Background: an optimization exercise with open tools, aiming at a short achievable clock period and few clock cycles. Do not read the settings as production practice.
Function was checked by simulation only, so behaviour that the tests miss may differ from the original.

`flow/config.mk`:
```
export PLATFORM = sky130hd
export DESIGN_NAME = le_core
export DESIGN_NICKNAME = le_core
export VERILOG_FILES = /design/flow/design.v
export SDC_FILE = /design/flow/constraint.sdc
export NUM_CORES = 4
export LEC_CHECK = 0
export CAP_MARGIN = 20
export CORE_MARGIN = 2
export CORE_UTILIZATION = 25
export SLEW_MARGIN = 20
```
`flow/constraint.sdc`:
```
create_clock -name core_clock -period 25.0 [get_ports {clk}]
set_input_delay 5.0000 -clock core_clock [delete_from_list [all_inputs] [get_ports {clk}]]
set_output_delay 5.0000 -clock core_clock [all_outputs]
set_load 0.01 [all_outputs]
```
`flow/design.v`:
```
module le_core (
    input  wire        clk,
    input  wire        rst,           
    input  wire        start,         
    input  wire [11:0] entry,         
    input  wire        first,         
    output wire        busy,
    output reg         done,          
    output reg         fault,         
    output reg  [2:0]  fault_cause,   
    output reg  [11:0] fault_pc,
    output wire        imem_en,
    output wire [11:0] imem_addr,
    input  wire [31:0] imem_rdata,
    output wire        dmem_en,
    output wire        dmem_we,
    output wire [11:0] dmem_addr,
    output wire [31:0] dmem_wdata,
    input  wire [31:0] dmem_rdata
);
    localparam [2:0] C_ILLEGAL = 3'd1, C_BRANCH = 3'd2, C_DADDR = 3'd3;
    localparam [5:0] OP_NOP  = 6'h00, OP_END  = 6'h01, OP_LDI  = 6'h02,
                     OP_LUI  = 6'h03, OP_MOV  = 6'h04, OP_LDD  = 6'h05,
                     OP_STD  = 6'h06, OP_ADD  = 6'h09, OP_SUB  = 6'h0A,
                     OP_ADDS = 6'h0B, OP_SUBS = 6'h0C, OP_MULQ = 6'h0D,
                     OP_NEG  = 6'h0E, OP_ABS  = 6'h0F, OP_MIN  = 6'h10,
                     OP_MAX  = 6'h11, OP_CLMP = 6'h12, OP_SHL  = 6'h13,
                     OP_SAR  = 6'h14, OP_CLRA = 6'h15, OP_WRA  = 6'h16,
                     OP_RDA  = 6'h17, OP_MACW = 6'h19, OP_MACP = 6'h1A,
                     OP_CMP  = 6'h1E, OP_SEL  = 6'h1F, OP_BF   = 6'h20,
                     OP_JMP  = 6'h21;
    localparam [1:0] S_IDLE = 2'd0, S_FETCH = 2'd1, S_EXEC = 2'd2, S_LOAD = 2'd3;
    reg  [1:0]  state;
    reg  [11:0] pc;
    reg         flag;
    reg  [3:0]  ld_dest;
    reg  [31:0] q   [0:15];
    reg  [63:0] acc [0:3];
    wire [31:0] ir    = imem_rdata;
    wire [5:0]  op    = ir[31:26];
    wire [3:0]  fd    = ir[25:22];
    wire [3:0]  fa    = ir[21:18];
    wire [3:0]  fb    = ir[17:14];
    wire [13:0] imm14 = ir[13:0];
    wire [17:0] imm18 = ir[17:0];
    wire signed [31:0] qa = q[fa];
    wire signed [31:0] qb = q[fb];
    wire signed [31:0] qd = q[fd];
    wire signed [63:0] acc_d = acc[fd[1:0]];
    wire signed [63:0] acc_a = acc[fa[1:0]];
    function [31:0] sat33;
        input [32:0] v;
        begin
            if (v[32] != v[31])
                sat33 = v[32] ? 32'h8000_0000 : 32'h7FFF_FFFF;
            else
                sat33 = v[31:0];
        end
    endfunction
    function [63:0] sat65;
        input [64:0] v;
        begin
            if (v[64] != v[63])
                sat65 = v[64] ? 64'h8000_0000_0000_0000 : 64'h7FFF_FFFF_FFFF_FFFF;
            else
                sat65 = v[63:0];
        end
    endfunction
    wire signed [32:0] sum33  = {qa[31], qa} + {qb[31], qb};
    wire signed [32:0] diff33 = {qa[31], qa} - {qb[31], qb};
    wire signed [32:0] neg33  = 33'sd0 - {qa[31], qa};
    wire signed [63:0] prod   = qa * qb;
    wire signed [63:0] mulq_r = (prod + 64'sd1073741824) >>> 31;
    wire        [31:0] mulq_v = sat33(mulq_r[32:0]);
    wire        [4:0]  macw_sh  = 5'd16 - {1'b0, imm14[3:0]};
    wire signed [63:0] macw_add = prod >>> macw_sh;
    wire signed [64:0] macw_sum = {acc_d[63], acc_d} + {macw_add[63], macw_add};
    wire        [63:0] macw_v   = sat65(macw_sum);
    wire signed [31:0] macp_hi  = $signed(qa[31:16]) * $signed(qb[31:16]);
    wire signed [31:0] macp_lo  = $signed(qa[15:0])  * $signed(qb[15:0]);
    wire signed [64:0] macp_sum = {acc_d[63], acc_d} + {{33{macp_hi[31]}}, macp_hi}
                                                     + {{33{macp_lo[31]}}, macp_lo};
    reg         [63:0] macp_v;
    always @(*) begin
        if ($signed(macp_sum) > 65'sd549755813887)
            macp_v = 64'h0000_007F_FFFF_FFFF;
        else if ($signed(macp_sum) < -65'sd549755813888)
            macp_v = 64'hFFFF_FF80_0000_0000;
        else
            macp_v = macp_sum[63:0];
    end
    wire signed [64:0] rda_r = ($signed({acc_a[63], acc_a}) + 65'sd16384) >>> 15;
    reg         [31:0] rda_v;
    always @(*) begin
        if (rda_r > 65'sd2147483647)
            rda_v = 32'h7FFF_FFFF;
        else if (rda_r < -65'sd2147483648)
            rda_v = 32'h8000_0000;
        else
            rda_v = rda_r[31:0];
    end
    wire        [4:0]  sh_n   = imm14[4:0];
    wire signed [63:0] shl_w  = {{32{qa[31]}}, qa} <<< sh_n;
    reg         [31:0] shl_v;
    always @(*) begin
        if (shl_w > 64'sd2147483647)
            shl_v = 32'h7FFF_FFFF;
        else if (shl_w < -64'sd2147483648)
            shl_v = 32'h8000_0000;
        else
            shl_v = shl_w[31:0];
    end
    reg cmp_v;
    always @(*) begin
        case (imm14[1:0])
            2'd0: cmp_v = (qa == qb);
            2'd1: cmp_v = (qa != qb);
            2'd2: cmp_v = (qa <  qb);
            default: cmp_v = (qa >= qb);
        endcase
    end
    wire [31:0] daddr    = qa + {16'd0, imm14, 2'b00};
    wire        daddr_ok = (daddr[31:14] == 18'd0) && (daddr[1:0] == 2'b00);
    wire        staddr_ok = daddr_ok && (daddr[13:0] >= 14'h0480);
    wire        br_taken  = (op == OP_JMP) || (flag != fd[0]);
    wire [12:0] br_target = {1'b0, pc} + {1'b0, imm14[11:0]};
    wire        br_far    = (imm14[13:12] != 2'b00) || br_target[12];
    wire [12:0] pc_inc    = {1'b0, pc} + 13'd1;
    reg legal;
    always @(*) begin
        case (op)
            OP_NOP, OP_END, OP_LDI, OP_LUI, OP_MOV, OP_LDD, OP_STD, OP_ADD,
            OP_SUB, OP_ADDS, OP_SUBS, OP_MULQ, OP_NEG, OP_ABS, OP_MIN, OP_MAX,
            OP_CLMP, OP_SHL, OP_SAR, OP_CLRA, OP_WRA, OP_RDA, OP_MACW, OP_MACP,
            OP_CMP, OP_SEL, OP_BF, OP_JMP:
                legal = 1'b1;
            default:
                legal = 1'b0;
        endcase
    end
    wire exec = (state == S_EXEC);
    assign busy      = (state != S_IDLE);
    assign imem_en   = (state == S_FETCH);
    assign imem_addr = pc;
    assign dmem_en    = exec && ((op == OP_LDD && daddr_ok) || (op == OP_STD && staddr_ok));
    assign dmem_we    = exec && (op == OP_STD) && staddr_ok;
    assign dmem_addr  = daddr[13:2];
    assign dmem_wdata = qb;
    integer i;
    task end_run;
        input       is_fault;
        input [2:0] cause;
        begin
            state       <= S_IDLE;
            done        <= 1'b1;
            fault       <= is_fault;
            fault_cause <= is_fault ? cause : 3'd0;
            fault_pc    <= is_fault ? pc : 12'd0;
        end
    endtask
    task next_pc;
        begin
            if (pc_inc[12])
                end_run(1'b1, C_BRANCH);
            else begin
                pc    <= pc_inc[11:0];
                state <= S_FETCH;
            end
        end
    endtask
    always @(posedge clk) begin
        if (rst) begin
            state       <= S_IDLE;
            done        <= 1'b0;
            fault       <= 1'b0;
            fault_cause <= 3'd0;
            fault_pc    <= 12'd0;
        end else begin
            done <= 1'b0;
            case (state)
                S_IDLE: begin
                    if (start) begin
                        pc          <= entry;
                        flag        <= first;
                        fault       <= 1'b0;
                        fault_cause <= 3'd0;
                        fault_pc    <= 12'd0;
                        for (i = 0; i < 16; i = i + 1)
                            q[i] <= 32'd0;
                        for (i = 0; i < 4; i = i + 1)
                            acc[i] <= 64'd0;
                        state <= S_FETCH;
                    end
                end
                S_FETCH: begin
                    state <= S_EXEC;
                end
                S_EXEC: begin
                    if (!legal)
                        end_run(1'b1, C_ILLEGAL);
                    else begin
                        case (op)
                            OP_END:  end_run(1'b0, 3'd0);
                            OP_LDI:  begin q[fd] <= {{14{imm18[17]}}, imm18}; next_pc; end
                            OP_LUI:  begin q[fd] <= {imm14, qd[17:0]}; next_pc; end
                            OP_MOV:  begin q[fd] <= qa; next_pc; end
                            OP_LDD: begin
                                if (!daddr_ok)
                                    end_run(1'b1, C_DADDR);
                                else begin
                                    ld_dest <= fd;
                                    state   <= S_LOAD;
                                end
                            end
                            OP_STD: begin
                                if (!staddr_ok)
                                    end_run(1'b1, C_DADDR);
                                else
                                    next_pc;
                            end
                            OP_ADD:  begin q[fd] <= qa + qb; next_pc; end
                            OP_SUB:  begin q[fd] <= qa - qb; next_pc; end
                            OP_ADDS: begin q[fd] <= sat33(sum33); next_pc; end
                            OP_SUBS: begin q[fd] <= sat33(diff33); next_pc; end
                            OP_MULQ: begin q[fd] <= mulq_v; next_pc; end
                            OP_NEG:  begin q[fd] <= sat33(neg33); next_pc; end
                            OP_ABS:  begin q[fd] <= qa[31] ? sat33(neg33) : qa; next_pc; end
                            OP_MIN:  begin q[fd] <= (qa < qb) ? qa : qb; next_pc; end
                            OP_MAX:  begin q[fd] <= (qa > qb) ? qa : qb; next_pc; end
                            OP_CLMP: begin
                                if (qa > qb)
                                    q[fd] <= qa;
                                else if (qd < qa)
                                    q[fd] <= qa;
                                else if (qd > qb)
                                    q[fd] <= qb;
                                next_pc;
                            end
                            OP_SHL:  begin q[fd] <= shl_v; next_pc; end
                            OP_SAR:  begin q[fd] <= qa >>> sh_n; next_pc; end
                            OP_CLRA: begin acc[fd[1:0]] <= 64'd0; next_pc; end
                            OP_WRA:  begin acc[fd[1:0]] <= {{17{qa[31]}}, qa, 15'd0}; next_pc; end
                            OP_RDA:  begin q[fd] <= rda_v; next_pc; end
                            OP_MACW: begin acc[fd[1:0]] <= macw_v; next_pc; end
                            OP_MACP: begin acc[fd[1:0]] <= macp_v; next_pc; end
                            OP_CMP:  begin flag <= cmp_v; next_pc; end
                            OP_SEL:  begin q[fd] <= flag ? qa : qb; next_pc; end
                            OP_BF, OP_JMP: begin
                                if (imm14 == 14'd0)
                                    end_run(1'b1, C_BRANCH);
                                else if (br_taken) begin
                                    if (br_far)
                                        end_run(1'b1, C_BRANCH);
                                    else begin
                                        pc    <= br_target[11:0];
                                        state <= S_FETCH;
                                    end
                                end else
                                    next_pc;
                            end
                            default: next_pc;    
                        endcase
                    end
                end
                S_LOAD: begin
                    q[ld_dest] <= dmem_rdata;
                    next_pc;
                end
                default: state <= S_IDLE;
            endcase
        end
    end
endmodule
```
`flow/run.sh`:
```
#!/bin/bash
# synth_recipe.tcl (not shown) runs the flow's synth.tcl, then flattens the netlist and writes it again
# the make line also repeats each setting of config.mk as NAME=value (left out here)
make -C /OpenROAD-flow-scripts/flow DESIGN_CONFIG=/design/flow/config.mk WORK_HOME=/design/flow/orfs CLKGATE_MAP_FILE= SYNTH_SCRIPT=/design/flow/synth_recipe.tcl finish
```
==> out/metrics.csv <==
metric,value,unit
crit_arrival,24350,ps
ys_ff_latch,804,
crit_path_max_incr_delay,1070,ps
setup_viol,0,
start_util,25.10,%
hold_viol,0,
crit_top_cell,fa_1,
cts_resized,0,
gp_congestion,1.062,
die_area,528800,µm²
synthTopCellsByArea,"fa_1, edfxtp_1, mux4_2",
cts_tree,built,
syn_nets,16520,
synthArstFlopShare,0,%
ant_nets,0,
grt_pass1_vias,115300,
grt.total_usage,23.77,%
path_clk_slew,60,ps
ctsHoldBuffers,0,
register_area,23950,µm²
yosysWarnings,1,
viasPerCell,5.572,
ys_seq_area_share,18.32,%
synth_edf_count,785,
hold_path_class,register to register,
post_cts_buffers,0,
wl,644400,µm
drv_cap,0,
dieWidth,727.2,µm
syn_area,130800,µm²
start_kind,input pin,
clock_latency,830,ps
crit_type,input pin to register,
period_minus_slack,23850,ps
core,520900,µm²
nets,16320,
skew,97.49,ps
setup_tns,0,ps
worstMarginPinSlew,1384,ps
dr.pass1.iters,9,
rows,265,
fmax,0.04192,GHz
route.detailed.drc,0,
drt_iter0_markers,17360,
cts_sinks,804,
drv_slew,0,
yosys.area.top_type,fa_1,
path_max_fanout,28,
place.port_buffers,156,
cpMaxStageDelayCell,nor2b_4,
io_pins,157,
rrSetupSlack,6850,ps
antenna_found_initial,67,
outcome,timing/DRC/antenna clean,
htree_levels,3,
worstPathRequired,25500,ps
instances_no_fill,20970,
clockRootBuffer,clkbuf_16,
overflow,0,
end_kind,register,
dr_total_vias,116800,
ys_types,125,
die_h,727.2,µm
rsz0062_at_grt,no,
fin_crit_sh,95.42,%
place_hpwl,491000,µm
synth_flop_cell,edfxtp_1,
cts_buffer_depth,3,
grt_max_degree,66,
relSlewSlack,6.972,%
drive_gt1_share,9.923,%
syn-instance-count,14100,
yosysTopAreaCellShare,25.61,%
dp.cells,20750,
cts_buffers,92,
area_delta_synth_final,10.61,%
wl_per_cell,30.73,µm
multi_input_area,95480,µm²
syn_area_per_cell,9.271,µm²
grt_pass1_wl,896400,µm
num-fill-cells,55150,
[routing by layer]
metal | up-vias | share of wire (%) | GRT usage (%)
li1 | 47310 | - | -
met1 | 59090 | 37 | 29.74
met2 | 8297 | 41 | 34.58
met3 | 2078 | 13 | 8.279
met4 | 54 | 8.1 | 15.63
met5 | - | 0.098 | 0
[registers in the layout, indices dropped and copies added (netlist names), 2 cells and up]
| name | count |
|---|---|
| pc | 12 |
| fault_pc | 12 |
| state | 2 |
| fault_cause | 3 |
| ld_dest | 4 |
| acc | 256 |
| q | 512 |
[cells in the mapped netlist (all sizes together) (49+ instances only)]
cell,instances
a211oi,127
a21o,183
a21oi,620
a221oi,49
a22oi,120
a31oi,74
and2,92
and3,70
buf,238
clkbuf,626
edfxtp,785
fa,1673
ha,666
inv,2246
mux2,55
mux2i,348
mux4,482
nand2,1351
nand2b,85
nand3,181
nand4,97
nor2,1560
nor2b,164
nor3,197
nor4,58
o211ai,134
o21a,70
o21ai,594
o221ai,53
o22ai,50
xnor2,265
xor2,114
[through the flow]
step	setup slack (ps)	instance area, µm²	hold WS, ps	util [%]
floorplan	587.4	130800	480.2	-
global placement	1136	141300	475.6	27.12
detailed placement	1075	141300	474.2	27.13
CTS	1795	144500	497.3	27.73
global route	429.1	144500	524.8	27.75
finish	1145	144600	500.5	27.77
[worst max-delay path: cells and delay by family]
family                     cells  cell delay, ps
muxes                          2             360
and+or+nand+nor               14            4240
AOI/OAI and AO/OA             18            6140
buffers and inverters         10            2810
adders and majority gates     10            5290
xor gates and xnor gates       1             380
[final timing paths]
| kind | startpoint | endpoint | cells after the start |
|---|---|---|---|
| max | imem_rdata[20] | acc[0][9]$_SDFFCE_PN0P_ | 55 |
| min | fault_cause[2]$_SDFFE_PP0P_ | fault_cause[2]$_SDFFE_PP0P_ | 2 |
| max reg2reg | q[6][19]$_SDFFCE_PN0P_ | acc[0][9]$_SDFFCE_PN0P_ | 53 |
| min reg2reg | fault_cause[2]$_SDFFE_PP0P_ | fault_cause[2]$_SDFFE_PP0P_ | 2 |
[cells by family (layout without fill, tap and decap cells)]
kind of cell	Yosys count	after routing	synth area share (%)
flops	804	804	18.32
buf+inv	3127	3000	9.238
compound gates	2521	2521	12.73
simple gates	4028	4028	13.59
other cells	0	49	0
fa+ha+maj	2360	2360	32.15
xor+xnor	379	379	2.539
mux	885	885	11.44
[cell type report]
| cell class | count | area share (%) |
|---|---|---|
| Multi-Input combinational cell | 10170 | 66.01 |
| Tap cell | 6942 | 6.005 |
| Clock inverter | 64 | 0.5536 |
| Antenna cell | 49 | 0.08477 |
| Timing Repair Buffer | 569 | 3.282 |
| Sequential cell | 804 | 16.56 |
| Inverter | 2263 | 5.877 |
| Clock buffer | 104 | 1.623 |
[cell usage in the layout (no fill, tap or decap), types with 410 or more instances in the layout]
cell / netlist / layout
a21oi_1: 614 / 613
buf_4: 19 / 410
edfxtp_1: 785 / 785
fa_1: 1673 / 1673
ha_1: 666 / 665
inv_1: 2236 / 2212
mux4_2: 482 / 481
nand2_1: 1350 / 1315
nor2_1: 1546 / 1538
o21ai_0: 552 / 542
Testbench counts, summed over its fixed seeds: cycles 523,666.

-- afterwards: timing with drivers on the ports --
The flow's constraints put no driver on any port. The routed layout listed below was extracted and timed again, unchanged, in two steps.
Step 1: set_driving_cell puts a clkbuf_16 on clk and a buf_2 on each other input, an assumption about the parent block.
Step 2 moves the port delays by t, midway between the first and last clock arrival at a register: inputs arrive t later, outputs are due t later. That takes back most of the time a late clock gives input paths.
Three values: ideal, step 1, step 2; two values: the first two.
t, ns: 0.867
setup slack, ns: 1.145 / 1.174 / 0.307
worst setup path after step 2: input to register
latest minus earliest clock arrival (ns): 0.097 / 0.097
After both steps setup and hold are still met in this run. For this run, drivers alone change the setup slack by +0.029 ns; drivers and shift together by -0.838 ns.
